Source: an optimization exercise on an open RTL-to-GDS flow (aim: small area, a short achievable clock period and few clock cycles per item). Production flows keep margins and buffers that such runs may drop.
In this exercise RTL edits were held to simulation tests only and were not proved equivalent to the original.

$ cat flow/config.mk
export PLATFORM = sky130hd
export DESIGN_NAME = stripe_recover
export DESIGN_NICKNAME = stripe_recover
export VERILOG_FILES = /design/flow/design.v
export SDC_FILE = /design/flow/constraint.sdc
export NUM_CORES = 4
export LEC_CHECK = 0
export CAP_MARGIN = 20
export CORE_MARGIN = 2
export CORE_UTILIZATION = 40
export SLEW_MARGIN = 20
$ cat flow/constraint.sdc
create_clock -name core_clock -period 14.0 [get_ports {clk}]
set_input_delay 2.8000 -clock core_clock [delete_from_list [all_inputs] [get_ports {clk}]]
set_output_delay 2.8000 -clock core_clock [all_outputs]
set_load 0.01 [all_outputs]
$ cat flow/design.v
module stripe_recover (
    input  wire         clk,
    input  wire         rst,
    input  wire         cfg_valid,
    output wire         cfg_ready,
    input  wire [4:0]   cfg_k,
    input  wire [1:0]   cfg_m,
    input  wire [18:0]  cfg_avail,
    input  wire         in_valid,
    output wire         in_ready,
    input  wire [151:0] in_data,
    output wire         out_valid,
    input  wire         out_ready,
    output wire         out_ok,
    output wire [127:0] out_data
);
    function [7:0] gf_mul;
        input [7:0] a;
        input [7:0] b;
        reg   [7:0] x, acc;
        integer     t;
        begin
            x   = a;
            acc = 8'h00;
            for (t = 0; t < 8; t = t + 1) begin
                if (b[t])
                    acc = acc ^ x;
                x = {x[6:0], 1'b0} ^ (x[7] ? 8'h1D : 8'h00);
            end
            gf_mul = acc;
        end
    endfunction
    function [7:0] gf_mulc;
        input [7:0] a;
        input integer e;
        reg   [7:0] x;
        integer     t;
        begin
            x = a;
            for (t = 0; t < e; t = t + 1)
                x = {x[6:0], 1'b0} ^ (x[7] ? 8'h1D : 8'h00);
            gf_mulc = x;
        end
    endfunction
    function [7:0] mod255;
        input [9:0] n;
        reg   [8:0] t;
        begin
            t      = {1'b0, n[7:0]} + {7'd0, n[9:8]};
            mod255 = t[7:0] + {7'd0, t[8]};
        end
    endfunction
    function [7:0] gf_zech;
        input [4:0] n;
        begin
            case (n)
            5'd0: gf_zech = 8'h00;
            5'd1: gf_zech = 8'h19;
            5'd2: gf_zech = 8'h32;
            5'd3: gf_zech = 8'hDF;
            5'd4: gf_zech = 8'h64;
            5'd5: gf_zech = 8'h8A;
            5'd6: gf_zech = 8'hBF;
            5'd7: gf_zech = 8'h70;
            5'd8: gf_zech = 8'hC8;
            5'd9: gf_zech = 8'h78;
            5'd10: gf_zech = 8'h15;
            5'd11: gf_zech = 8'hF5;
            5'd12: gf_zech = 8'h7F;
            5'd13: gf_zech = 8'h63;
            5'd14: gf_zech = 8'hE0;
            5'd15: gf_zech = 8'h21;
            5'd16: gf_zech = 8'h91;
            5'd17: gf_zech = 8'h44;
            5'd18: gf_zech = 8'hF0;
            5'd19: gf_zech = 8'h5C;
            5'd20: gf_zech = 8'h2A;
            5'd21: gf_zech = 8'h0A;
            5'd22: gf_zech = 8'hEB;
            5'd23: gf_zech = 8'hC4;
            5'd24: gf_zech = 8'hFE;
            5'd25: gf_zech = 8'h01;
            5'd26: gf_zech = 8'hC6;
            5'd27: gf_zech = 8'h68;
            5'd28: gf_zech = 8'hC1;
            5'd29: gf_zech = 8'hB5;
            5'd30: gf_zech = 8'h42;
            5'd31: gf_zech = 8'h2D;
            default: gf_zech = 8'h00;
            endcase
        end
    endfunction
    function [7:0] gf_pw;
        input [4:0] n;
        begin
            case (n)
            5'd0: gf_pw = 8'h01;
            5'd1: gf_pw = 8'h02;
            5'd2: gf_pw = 8'h04;
            5'd3: gf_pw = 8'h08;
            5'd4: gf_pw = 8'h10;
            5'd5: gf_pw = 8'h20;
            5'd6: gf_pw = 8'h40;
            5'd7: gf_pw = 8'h80;
            5'd8: gf_pw = 8'h1D;
            5'd9: gf_pw = 8'h3A;
            5'd10: gf_pw = 8'h74;
            5'd11: gf_pw = 8'hE8;
            5'd12: gf_pw = 8'hCD;
            5'd13: gf_pw = 8'h87;
            5'd14: gf_pw = 8'h13;
            5'd15: gf_pw = 8'h26;
            5'd16: gf_pw = 8'h4C;
            5'd17: gf_pw = 8'h98;
            5'd18: gf_pw = 8'h2D;
            5'd19: gf_pw = 8'h5A;
            5'd20: gf_pw = 8'hB4;
            5'd21: gf_pw = 8'h75;
            5'd22: gf_pw = 8'hEA;
            5'd23: gf_pw = 8'hC9;
            5'd24: gf_pw = 8'h8F;
            5'd25: gf_pw = 8'h03;
            5'd26: gf_pw = 8'h06;
            5'd27: gf_pw = 8'h0C;
            5'd28: gf_pw = 8'h18;
            5'd29: gf_pw = 8'h30;
            5'd30: gf_pw = 8'h60;
            5'd31: gf_pw = 8'hC0;
            default: gf_pw = 8'h00;
            endcase
        end
    endfunction
    function [7:0] gf_ipow;
        input [7:0] n;
        begin
            case (n)
            8'd0: gf_ipow = 8'h01;
            8'd1: gf_ipow = 8'h8E;
            8'd2: gf_ipow = 8'h47;
            8'd3: gf_ipow = 8'hAD;
            8'd4: gf_ipow = 8'hD8;
            8'd5: gf_ipow = 8'h6C;
            8'd6: gf_ipow = 8'h36;
            8'd7: gf_ipow = 8'h1B;
            8'd8: gf_ipow = 8'h83;
            8'd9: gf_ipow = 8'hCF;
            8'd10: gf_ipow = 8'hE9;
            8'd11: gf_ipow = 8'hFA;
            8'd12: gf_ipow = 8'h7D;
            8'd13: gf_ipow = 8'hB0;
            8'd14: gf_ipow = 8'h58;
            8'd15: gf_ipow = 8'h2C;
            8'd16: gf_ipow = 8'h16;
            8'd17: gf_ipow = 8'h0B;
            8'd18: gf_ipow = 8'h8B;
            8'd19: gf_ipow = 8'hCB;
            8'd20: gf_ipow = 8'hEB;
            8'd21: gf_ipow = 8'hFB;
            8'd22: gf_ipow = 8'hF3;
            8'd23: gf_ipow = 8'hF7;
            8'd24: gf_ipow = 8'hF5;
            8'd25: gf_ipow = 8'hF4;
            8'd26: gf_ipow = 8'h7A;
            8'd27: gf_ipow = 8'h3D;
            8'd28: gf_ipow = 8'h90;
            8'd29: gf_ipow = 8'h48;
            8'd30: gf_ipow = 8'h24;
            8'd31: gf_ipow = 8'h12;
            8'd32: gf_ipow = 8'h09;
            8'd33: gf_ipow = 8'h8A;
            8'd34: gf_ipow = 8'h45;
            8'd35: gf_ipow = 8'hAC;
            8'd36: gf_ipow = 8'h56;
            8'd37: gf_ipow = 8'h2B;
            8'd38: gf_ipow = 8'h9B;
            8'd39: gf_ipow = 8'hC3;
            8'd40: gf_ipow = 8'hEF;
            8'd41: gf_ipow = 8'hF9;
            8'd42: gf_ipow = 8'hF2;
            8'd43: gf_ipow = 8'h79;
            8'd44: gf_ipow = 8'hB2;
            8'd45: gf_ipow = 8'h59;
            8'd46: gf_ipow = 8'hA2;
            8'd47: gf_ipow = 8'h51;
            8'd48: gf_ipow = 8'hA6;
            8'd49: gf_ipow = 8'h53;
            8'd50: gf_ipow = 8'hA7;
            8'd51: gf_ipow = 8'hDD;
            8'd52: gf_ipow = 8'hE0;
            8'd53: gf_ipow = 8'h70;
            8'd54: gf_ipow = 8'h38;
            8'd55: gf_ipow = 8'h1C;
            8'd56: gf_ipow = 8'h0E;
            8'd57: gf_ipow = 8'h07;
            8'd58: gf_ipow = 8'h8D;
            8'd59: gf_ipow = 8'hC8;
            8'd60: gf_ipow = 8'h64;
            8'd61: gf_ipow = 8'h32;
            8'd62: gf_ipow = 8'h19;
            8'd63: gf_ipow = 8'h82;
            8'd64: gf_ipow = 8'h41;
            8'd65: gf_ipow = 8'hAE;
            8'd66: gf_ipow = 8'h57;
            8'd67: gf_ipow = 8'hA5;
            8'd68: gf_ipow = 8'hDC;
            8'd69: gf_ipow = 8'h6E;
            8'd70: gf_ipow = 8'h37;
            8'd71: gf_ipow = 8'h95;
            8'd72: gf_ipow = 8'hC4;
            8'd73: gf_ipow = 8'h62;
            8'd74: gf_ipow = 8'h31;
            8'd75: gf_ipow = 8'h96;
            8'd76: gf_ipow = 8'h4B;
            8'd77: gf_ipow = 8'hAB;
            8'd78: gf_ipow = 8'hDB;
            8'd79: gf_ipow = 8'hE3;
            8'd80: gf_ipow = 8'hFF;
            8'd81: gf_ipow = 8'hF1;
            8'd82: gf_ipow = 8'hF6;
            8'd83: gf_ipow = 8'h7B;
            8'd84: gf_ipow = 8'hB3;
            8'd85: gf_ipow = 8'hD7;
            8'd86: gf_ipow = 8'hE5;
            8'd87: gf_ipow = 8'hFC;
            8'd88: gf_ipow = 8'h7E;
            8'd89: gf_ipow = 8'h3F;
            8'd90: gf_ipow = 8'h91;
            8'd91: gf_ipow = 8'hC6;
            8'd92: gf_ipow = 8'h63;
            8'd93: gf_ipow = 8'hBF;
            8'd94: gf_ipow = 8'hD1;
            8'd95: gf_ipow = 8'hE6;
            8'd96: gf_ipow = 8'h73;
            8'd97: gf_ipow = 8'hB7;
            8'd98: gf_ipow = 8'hD5;
            8'd99: gf_ipow = 8'hE4;
            8'd100: gf_ipow = 8'h72;
            8'd101: gf_ipow = 8'h39;
            8'd102: gf_ipow = 8'h92;
            8'd103: gf_ipow = 8'h49;
            8'd104: gf_ipow = 8'hAA;
            8'd105: gf_ipow = 8'h55;
            8'd106: gf_ipow = 8'hA4;
            8'd107: gf_ipow = 8'h52;
            8'd108: gf_ipow = 8'h29;
            8'd109: gf_ipow = 8'h9A;
            8'd110: gf_ipow = 8'h4D;
            8'd111: gf_ipow = 8'hA8;
            8'd112: gf_ipow = 8'h54;
            8'd113: gf_ipow = 8'h2A;
            8'd114: gf_ipow = 8'h15;
            8'd115: gf_ipow = 8'h84;
            8'd116: gf_ipow = 8'h42;
            8'd117: gf_ipow = 8'h21;
            8'd118: gf_ipow = 8'h9E;
            8'd119: gf_ipow = 8'h4F;
            8'd120: gf_ipow = 8'hA9;
            8'd121: gf_ipow = 8'hDA;
            8'd122: gf_ipow = 8'h6D;
            8'd123: gf_ipow = 8'hB8;
            8'd124: gf_ipow = 8'h5C;
            8'd125: gf_ipow = 8'h2E;
            8'd126: gf_ipow = 8'h17;
            8'd127: gf_ipow = 8'h85;
            8'd128: gf_ipow = 8'hCC;
            8'd129: gf_ipow = 8'h66;
            8'd130: gf_ipow = 8'h33;
            8'd131: gf_ipow = 8'h97;
            8'd132: gf_ipow = 8'hC5;
            8'd133: gf_ipow = 8'hEC;
            8'd134: gf_ipow = 8'h76;
            8'd135: gf_ipow = 8'h3B;
            8'd136: gf_ipow = 8'h93;
            8'd137: gf_ipow = 8'hC7;
            8'd138: gf_ipow = 8'hED;
            8'd139: gf_ipow = 8'hF8;
            8'd140: gf_ipow = 8'h7C;
            8'd141: gf_ipow = 8'h3E;
            8'd142: gf_ipow = 8'h1F;
            8'd143: gf_ipow = 8'h81;
            8'd144: gf_ipow = 8'hCE;
            8'd145: gf_ipow = 8'h67;
            8'd146: gf_ipow = 8'hBD;
            8'd147: gf_ipow = 8'hD0;
            8'd148: gf_ipow = 8'h68;
            8'd149: gf_ipow = 8'h34;
            8'd150: gf_ipow = 8'h1A;
            8'd151: gf_ipow = 8'h0D;
            8'd152: gf_ipow = 8'h88;
            8'd153: gf_ipow = 8'h44;
            8'd154: gf_ipow = 8'h22;
            8'd155: gf_ipow = 8'h11;
            8'd156: gf_ipow = 8'h86;
            8'd157: gf_ipow = 8'h43;
            8'd158: gf_ipow = 8'hAF;
            8'd159: gf_ipow = 8'hD9;
            8'd160: gf_ipow = 8'hE2;
            8'd161: gf_ipow = 8'h71;
            8'd162: gf_ipow = 8'hB6;
            8'd163: gf_ipow = 8'h5B;
            8'd164: gf_ipow = 8'hA3;
            8'd165: gf_ipow = 8'hDF;
            8'd166: gf_ipow = 8'hE1;
            8'd167: gf_ipow = 8'hFE;
            8'd168: gf_ipow = 8'h7F;
            8'd169: gf_ipow = 8'hB1;
            8'd170: gf_ipow = 8'hD6;
            8'd171: gf_ipow = 8'h6B;
            8'd172: gf_ipow = 8'hBB;
            8'd173: gf_ipow = 8'hD3;
            8'd174: gf_ipow = 8'hE7;
            8'd175: gf_ipow = 8'hFD;
            8'd176: gf_ipow = 8'hF0;
            8'd177: gf_ipow = 8'h78;
            8'd178: gf_ipow = 8'h3C;
            8'd179: gf_ipow = 8'h1E;
            8'd180: gf_ipow = 8'h0F;
            8'd181: gf_ipow = 8'h89;
            8'd182: gf_ipow = 8'hCA;
            8'd183: gf_ipow = 8'h65;
            8'd184: gf_ipow = 8'hBC;
            8'd185: gf_ipow = 8'h5E;
            8'd186: gf_ipow = 8'h2F;
            8'd187: gf_ipow = 8'h99;
            8'd188: gf_ipow = 8'hC2;
            8'd189: gf_ipow = 8'h61;
            8'd190: gf_ipow = 8'hBE;
            8'd191: gf_ipow = 8'h5F;
            8'd192: gf_ipow = 8'hA1;
            8'd193: gf_ipow = 8'hDE;
            8'd194: gf_ipow = 8'h6F;
            8'd195: gf_ipow = 8'hB9;
            8'd196: gf_ipow = 8'hD2;
            8'd197: gf_ipow = 8'h69;
            8'd198: gf_ipow = 8'hBA;
            8'd199: gf_ipow = 8'h5D;
            8'd200: gf_ipow = 8'hA0;
            8'd201: gf_ipow = 8'h50;
            8'd202: gf_ipow = 8'h28;
            8'd203: gf_ipow = 8'h14;
            8'd204: gf_ipow = 8'h0A;
            8'd205: gf_ipow = 8'h05;
            8'd206: gf_ipow = 8'h8C;
            8'd207: gf_ipow = 8'h46;
            8'd208: gf_ipow = 8'h23;
            8'd209: gf_ipow = 8'h9F;
            8'd210: gf_ipow = 8'hC1;
            8'd211: gf_ipow = 8'hEE;
            8'd212: gf_ipow = 8'h77;
            8'd213: gf_ipow = 8'hB5;
            8'd214: gf_ipow = 8'hD4;
            8'd215: gf_ipow = 8'h6A;
            8'd216: gf_ipow = 8'h35;
            8'd217: gf_ipow = 8'h94;
            8'd218: gf_ipow = 8'h4A;
            8'd219: gf_ipow = 8'h25;
            8'd220: gf_ipow = 8'h9C;
            8'd221: gf_ipow = 8'h4E;
            8'd222: gf_ipow = 8'h27;
            8'd223: gf_ipow = 8'h9D;
            8'd224: gf_ipow = 8'hC0;
            8'd225: gf_ipow = 8'h60;
            8'd226: gf_ipow = 8'h30;
            8'd227: gf_ipow = 8'h18;
            8'd228: gf_ipow = 8'h0C;
            8'd229: gf_ipow = 8'h06;
            8'd230: gf_ipow = 8'h03;
            8'd231: gf_ipow = 8'h8F;
            8'd232: gf_ipow = 8'hC9;
            8'd233: gf_ipow = 8'hEA;
            8'd234: gf_ipow = 8'h75;
            8'd235: gf_ipow = 8'hB4;
            8'd236: gf_ipow = 8'h5A;
            8'd237: gf_ipow = 8'h2D;
            8'd238: gf_ipow = 8'h98;
            8'd239: gf_ipow = 8'h4C;
            8'd240: gf_ipow = 8'h26;
            8'd241: gf_ipow = 8'h13;
            8'd242: gf_ipow = 8'h87;
            8'd243: gf_ipow = 8'hCD;
            8'd244: gf_ipow = 8'hE8;
            8'd245: gf_ipow = 8'h74;
            8'd246: gf_ipow = 8'h3A;
            8'd247: gf_ipow = 8'h1D;
            8'd248: gf_ipow = 8'h80;
            8'd249: gf_ipow = 8'h40;
            8'd250: gf_ipow = 8'h20;
            8'd251: gf_ipow = 8'h10;
            8'd252: gf_ipow = 8'h08;
            8'd253: gf_ipow = 8'h04;
            8'd254: gf_ipow = 8'h02;
            8'd255: gf_ipow = 8'h01;
            default: gf_ipow = 8'h00;
            endcase
        end
    endfunction
    reg [15:0] q_pm;            
    reg [3:0]  q_p0, q_p1, q_p2;    
    reg [2:0]  q_ne;            
    reg [2:0]  q_rp;            
    reg [15:0] f_pm;
    reg [3:0]  f_p0, f_p1, f_p2;
    reg [2:0]  f_ne;
    reg [2:0]  f_rp;
    integer    fc;
    always @(*) begin
        f_ne = 3'd0;
        f_p0 = 4'd0;
        f_p1 = 4'd0;
        f_p2 = 4'd0;
        for (fc = 0; fc < 16; fc = fc + 1) begin
            f_pm[fc] = (fc < cfg_k) && cfg_avail[fc];
            if (fc < cfg_k && !cfg_avail[fc]) begin
                if (f_ne == 3'd0) f_p0 = fc[3:0];
                if (f_ne == 3'd1) f_p1 = fc[3:0];
                if (f_ne == 3'd2) f_p2 = fc[3:0];
                if (f_ne != 3'd4) f_ne = f_ne + 3'd1;
            end
        end
        f_rp[0] = (cfg_m >= 2'd1) && cfg_avail[16];
        f_rp[1] = (cfg_m >= 2'd2) && cfg_avail[17];
        f_rp[2] = (cfg_m >= 2'd3) && cfg_avail[18];
    end
    wire ld = !out_valid || out_ready;    
    assign cfg_ready = ld;
    assign in_ready  = ld;
    always @(posedge clk) begin
        if (cfg_valid && ld) begin
            q_pm <= f_pm;
            q_p0 <= f_p0;
            q_p1 <= f_p1;
            q_p2 <= f_p2;
            q_ne <= f_ne;
            q_rp <= f_rp;
        end
    end
    wire [1:0] nr   = {1'b0, q_rp[0]} + {1'b0, q_rp[1]} + {1'b0, q_rp[2]};
    wire       fail = (q_ne > {1'b0, nr});
    wire [1:0] r0   = q_rp[0] ? 2'd0 : (q_rp[1] ? 2'd1 : 2'd2);
    wire [1:0] r1   = (q_rp[0] && q_rp[1]) ? 2'd1 : 2'd2;
    wire [1:0] dd   = r1 - r0;           
    wire       e1   = (q_ne == 3'd1);
    wire       e2   = (q_ne == 3'd2);
    wire       e3   = (q_ne == 3'd3);
    wire [4:0] pa = {1'b0, q_p0};
    wire [4:0] pb = {1'b0, q_p1};
    wire [4:0] pc = {1'b0, q_p2};
    wire [4:0] dba = pb - pa;
    wire [4:0] dca = pc - pa;
    wire [4:0] dcb = pc - pb;
    wire [4:0] zarg2 = (dd == 2'd2) ? {dba[3:0], 1'b0} : dba;
    wire [7:0] z_ba  = gf_zech(e2 ? zarg2 : dba);
    wire [7:0] z_ca  = gf_zech(dca);
    wire [7:0] z_cb  = gf_zech(dcb);
    reg  [9:0] lk0, lk1;
    always @(*) begin
        lk0 = 10'd0;
        lk1 = 10'd0;
        if (e1) begin
            lk0 = (r0 == 2'd0) ? 10'd0 : ((r0 == 2'd1) ? {5'd0, pa} : {4'd0, pa, 1'b0});
        end else if (e2) begin
            lk0 = ((r1 == 2'd1) ? {5'd0, pa} : {4'd0, pa, 1'b0}) + {2'd0, z_ba};
            lk1 = ((r0 == 2'd0) ? 10'd0 : {5'd0, pb}) +
                  ((dd == 2'd1) ? {5'd0, pa} : {4'd0, pa, 1'b0}) + {2'd0, z_ba};
        end else begin
            lk0 = {4'd0, pa, 1'b0} + {2'd0, z_ba} + {2'd0, z_ca};
            lk1 = {5'd0, pa} + {5'd0, pb} + {2'd0, z_ba} + {2'd0, z_cb};
        end
    end
    wire [4:0] db  = (dd == 2'd2) ? {pb[3:0], 1'b0} : pb;
    wire [4:0] da  = (dd == 2'd2) ? {pa[3:0], 1'b0} : pa;
    reg  [7:0] b00, b01, b10, b11;
    reg        b02, b12;
    always @(*) begin
        b00 = 8'h00; b01 = 8'h00; b02 = 1'b0;
        b10 = 8'h00; b11 = 8'h00; b12 = 1'b0;
        if (e1) begin
            b00 = (r0 == 2'd0) ? 8'h01 : 8'h00;
            b01 = (r0 == 2'd1) ? 8'h01 : 8'h00;
            b02 = (r0 == 2'd2);
        end else if (e2) begin
            if (r0 == 2'd0) begin
                b00 = gf_pw(db);
                b10 = gf_pw(da);
            end else begin
                b01 = gf_pw(db);
                b11 = gf_pw(da);
            end
            if (r1 == 2'd1) begin
                b01 = 8'h01;
                b11 = 8'h01;
            end else begin
                b02 = 1'b1;
                b12 = 1'b1;
            end
        end else begin
            b00 = gf_pw(pb + pc);
            b01 = gf_pw(pb) ^ gf_pw(pc);
            b02 = 1'b1;
            b10 = gf_pw(pa + pc);
            b11 = gf_pw(pa) ^ gf_pw(pc);
            b12 = 1'b1;
        end
    end
    reg [7:0] c_b00, c_b01, c_b10, c_b11, c_k0, c_k1;
    reg       c_b02, c_b12;
    always @(posedge clk) begin
        c_b00 <= b00;
        c_b01 <= b01;
        c_b02 <= b02;
        c_b10 <= b10;
        c_b11 <= b11;
        c_b12 <= b12;
        c_k0  <= gf_ipow(mod255(lk0));
        c_k1  <= gf_ipow(mod255(lk1));
    end
    reg         v1;
    reg [127:0] md;             
    reg [7:0]   s0, s1, s2;     
    reg [127:0] f_md;
    reg [7:0]   f_s0, f_s1, f_s2;
    integer     sc;
    always @(*) begin
        for (sc = 0; sc < 16; sc = sc + 1)
            f_md[sc*8 +: 8] = in_data[sc*8 +: 8] & {8{q_pm[sc]}};
        f_s0 = in_data[128 +: 8];
        f_s1 = in_data[136 +: 8];
        f_s2 = in_data[144 +: 8];
        for (sc = 0; sc < 16; sc = sc + 1) begin
            f_s0 = f_s0 ^ f_md[sc*8 +: 8];
            f_s1 = f_s1 ^ gf_mulc(f_md[sc*8 +: 8], sc);
            f_s2 = f_s2 ^ gf_mulc(f_md[sc*8 +: 8], 2 * sc);
        end
    end
    always @(posedge clk) begin
        if (rst)
            v1 <= 1'b0;
        else if (ld)
            v1 <= in_valid;
        if (ld) begin
            md <= f_md;
            s0 <= f_s0;
            s1 <= f_s1;
            s2 <= f_s2;
        end
    end
    wire [7:0] t0 = gf_mul(c_b00, s0) ^ gf_mul(c_b01, s1) ^ (s2 & {8{c_b02}});
    wire [7:0] t1 = gf_mul(c_b10, s0) ^ gf_mul(c_b11, s1) ^ (s2 & {8{c_b12}});
    wire [7:0] x0 = gf_mul(c_k0, t0);
    wire [7:0] x1 = gf_mul(c_k1, t1);
    wire [7:0] x2 = s0 ^ x0 ^ x1;
    reg [127:0] f_out;
    integer     oc;
    always @(*) begin
        for (oc = 0; oc < 16; oc = oc + 1)
            f_out[oc*8 +: 8] = md[oc*8 +: 8] |
                               (x0 & {8{(q_ne != 3'd0) && q_p0 == oc[3:0]}}) |
                               (x1 & {8{(q_ne[2:1] != 2'd0) && q_p1 == oc[3:0]}}) |
                               (x2 & {8{(q_ne == 3'd3) && q_p2 == oc[3:0]}});
    end
    assign out_valid = v1;
    assign out_ok    = !fail;
    assign out_data  = f_out;
endmodule
$ cat flow/run.sh
#!/bin/bash
# synth_recipe.tcl (not shown) runs the flow's synth.tcl, then flattens the netlist and writes it again
# the make line also repeats each setting of config.mk as NAME=value (left out here)
make -C /OpenROAD-flow-scripts/flow DESIGN_CONFIG=/design/flow/config.mk WORK_HOME=/design/flow/orfs CLKGATE_MAP_FILE= SYNTH_SCRIPT=/design/flow/synth_recipe.tcl finish
==> results.txt <==
Status: timing/DRC/antenna clean
Std-Cell Rows: 118
Tmin final: 13.21 ns
DP Worst Slack: -0.0961 ns
Finished Cell Area: 48400 µm²
H-tree depth: 2
Nets: 6201
Post-synth EDFFs: 186
Wire length on met2: 82.0 mm
Clk slew on worst S/H paths: 0.06 ns
Remaining routing DRC violations: 0
Hpwl dp: 147 mm
Grt ovf: 0
Post-Synthesis Cells: 5591
Total track usage: 0.338
Max_cap viols: 0
WL final: 190 mm
Ports: 315
Worst Path Required: 14.47 ns
Worst reg2reg path endpoint: c_k1[3]$_DFF_P_
Final setup vio count: 0
Placed Instances: 7114
Largest net degree at the start of global routing: 79
PnR worst setup slack: 0.785 ns
Final max-slew violation count: 0
Post-Syn Area per Cell: 7.45 µm²
Worst-Margin Slew: 1.16 ns
Cell Area, Synth: 41700 µm²
Element type at the critical path end: register
Min Hold Slack: 0.621 ns
Final GP Congestion: 1.04
CP max stage delay: 0.46 ns
Initial DRC Count: 5949
Core area: 103000 µm²
Share of the synthesized area in the top cell type: 0.198
FMAX: 0.0757 GHz
Top sig layer: met5
Routed wl met3: 20.5 mm
# hold bufs at CTS: 0
Syn nets: 6013
Seq/Total Area, Yosys: 0.170
Wl on met1: 76.1 mm
Worst EP arrival: 13.68 ns
Crit path max-delay cell type: fa_1
Most frequent cell after synthesis: xnor2_1
CTS tree: yes
Hold Fails Final Rpt: 0
Clock Latency Late Sink: 0.58 ns
Vias in the first global route: 40600
Hold Path End: c_b11[3]$_SDFF_PP0_
Per-cell routed wire length: 26.4 µm
Worst Clk Skew: 0.0393 ns
Total Die Area: 107000 µm²
Die Width: 327 µm
Worst R2R Start: q_ne[1]$_DFFE_PP_
Synth area leaders: xnor2_1 20%, edfxtp_1 13%, nand2_1 7.8%
Layout cells sized above 1: 0.0720
CTS Buffer Depth: 3
CP startpoint kind: primary input
Drt via density: 6.05
Max transition margin: 0.228
Crit Path Max Fanout: 10
Register area: 7090 µm²
Hold Crit Depth: 2
Synth unique cells: 93
Root Driver: clkbuf_16
DRT antenna net count: 0
Setup slack, reg-to-reg: 2.31 ns
DR vias: 43500
Initial antenna violation count: 8
#FFs+latches synth: 261
Fin crit share: 0.944
Ys async rst share: 0
CP dominant cell by count: ha_1
Yosys warnings: 1
Die height: 327 µm
Finished Layout Cells: 7185
Area Growth Syn to Fin: 16.1%
Crit path kind: in -> reg
Dpl cell area: 47000 µm²
1st-pass router iterations: 8
CTS Sinks: 261
First-pass GRT wire length: 273 mm
Top cell type by total area after synthesis: xnor2_1
Util after Layout: 0.468
R2r worst-path depth: 37
PortBufs: 314
Hold/Removal Path Class: reg -> reg
Fill cells: 10400
Top FF cell, synth: edfxtp_1
Multi-input gate area: 33000 µm²
Most frequent cells after synthesis: 942 x xnor2_1, 866 x nand2_1, 403 x nor2_1, 389 x a21oi_1, 359 x o21ai_0
Initial core utilization: 0.403
Number of buffers created by CTS: 36
placed cells by master, fill, tap and decap left out, types with 20 or more instances in the layout:
cell type | synthesis | final
dfxtp_1 | 75 | 75
a21oi_1 | 389 | 385
nand2_1 | 866 | 866
a31oi_1 | 60 | 51
mux2i_1 | 33 | 33
nor2_1 | 403 | 402
xor2_1 | 358 | 350
and2_1 | 104 | 104
o21ai_0 | 359 | 358
and3_1 | 30 | 30
o221ai_1 | 87 | 87
a311oi_1 | 20 | 20
a21o_1 | 29 | 29
a211oi_1 | 54 | 53
o211ai_1 | 62 | 62
nand2b_1 | 33 | 32
buf_4 | 2 | 202
a221oi_1 | 40 | 40
clkbuf_16 | 0 | 36
fa_1 | 29 | 29
o22ai_1 | 115 | 115
nor3_1 | 73 | 72
a22oi_1 | 36 | 36
xnor2_2 | 3 | 24
clkdlybuf4s50_1 | 0 | 313
inv_1 | 173 | 171
or2_2 | 22 | 22
edfxtp_1 | 186 | 186
mux4_2 | 29 | 29
nor2b_1 | 48 | 48
nand3_1 | 106 | 106
ha_1 | 210 | 208
xnor2_1 | 942 | 918
worst max-delay path by stage:
| stage | from | end | slack [ns] |
|---|---|---|---|
| 2_1_floorplan | cfg_k[2] | register | 0.02 |
| 6_report | cfg_k[1] | register | 0.79 |
| 5_1_grt | cfg_k[1] | register | -0.02 |
| 3_5_place_dp | cfg_k[2] | register | -0.1 |
| 3_3_place_gp | cfg_k[2] | register | 0.06 |
| 4_1_cts | cfg_k[2] | register | 0.45 |
state kept, by name, indices dropped and copies added (netlist names), 3 cells and up, named ones only:
register / count
q_pm: 16
c_k0: 8
s1: 8
q_p2: 4
c_b00: 8
c_b10: 8
s0: 8
c_b01: 8
md: 128
q_p0: 4
q_ne: 3
c_b11: 8
q_p1: 4
s2: 8
c_k1: 8
q_rp: 3
critical path: cells and delay by family:
family          cells  cell delay [ns]
buf+inv            11             1.71
fa+ha+maj          13             3.47
xor+xnor            7             1.31
compound gates     13             2.52
simple gates        5             1.19
mux                 3             0.64
kinds of logic (layout without fill, tap and decap cells):
family	Yosys count	after routing	share of synthesized area
other	0	1	0
DFF	261	261	0.170
xor gates and xnor gates	1314	1314	0.281
adders and majority gates	241	241	0.0775
and+or+nand+nor	1745	1745	0.182
muxes	75	75	0.0274
buffers and inverters	553	766	0.0501
AOI/OAI and AO/OA	1402	1402	0.212
metal layers:
layer  up-vias  global-route usage
met5         -                   0
met4         8               0.159
met3       507              0.0719
met2      2821               0.522
met1     20400               0.449
li1      19700                   -
per-stage QoR:
stage / setup TNS [ns]
CTS: 0
floorplan: 0
global route: -0.0408
finish: 0
global placement: 0
detailed placement: -0.283
area by class of cell:
cell class / instances / share of cell area
Inverter: 185 / 0.0144
Clock buffer: 41 / 0.0192
Sequential cell: 261 / 0.146
Tap cell: 1380 / 0.0357
Antenna cell: 1 / 0.0000517
Timing Repair Buffer: 518 / 0.0966
Multi-Input combinational cell: 4777 / 0.682
Clock inverter: 22 / 0.00520
what timing repair did:
action	in CTS	in global routing
setup endpoints to repair	0	29
resized for setup	0	17
buffers inserted	0	5
Testbench counts, summed over its fixed seeds: cycles 6,344, items 6,144.

[afterwards: timing with drivers on the ports]
Ports are ideal in the flow. The routed layout listed here was re-timed in OpenROAD. Step 1 (the two cells are an assumption about what drives the block):
set clk [get_ports {clk}]
set_driving_cell -lib_cell sky130_fd_sc_hd__clkbuf_16 $clk
set_driving_cell -lib_cell sky130_fd_sc_hd__buf_2 [delete_from_list [all_inputs] $clk]
Step 2 adds t to the input delays and takes it off the output delays; t is the mean of the earliest and latest rising clock arrival at the registers after step 1. Input paths then give back, and output paths get back, about the clock's delay inside the block. Slacks: ideal ports / drivers / drivers and shift; pairs: ideal ports / drivers.
t, ns: 0.627
setup WS [ns]: 0.785 / 0.819 / 0.191
hold WS [ns]: 0.621 / 0.621 / 0.621
After both steps this run still meets setup and hold. For this run, drivers alone change the setup slack by +0.034 ns; drivers and shift together by -0.594 ns.
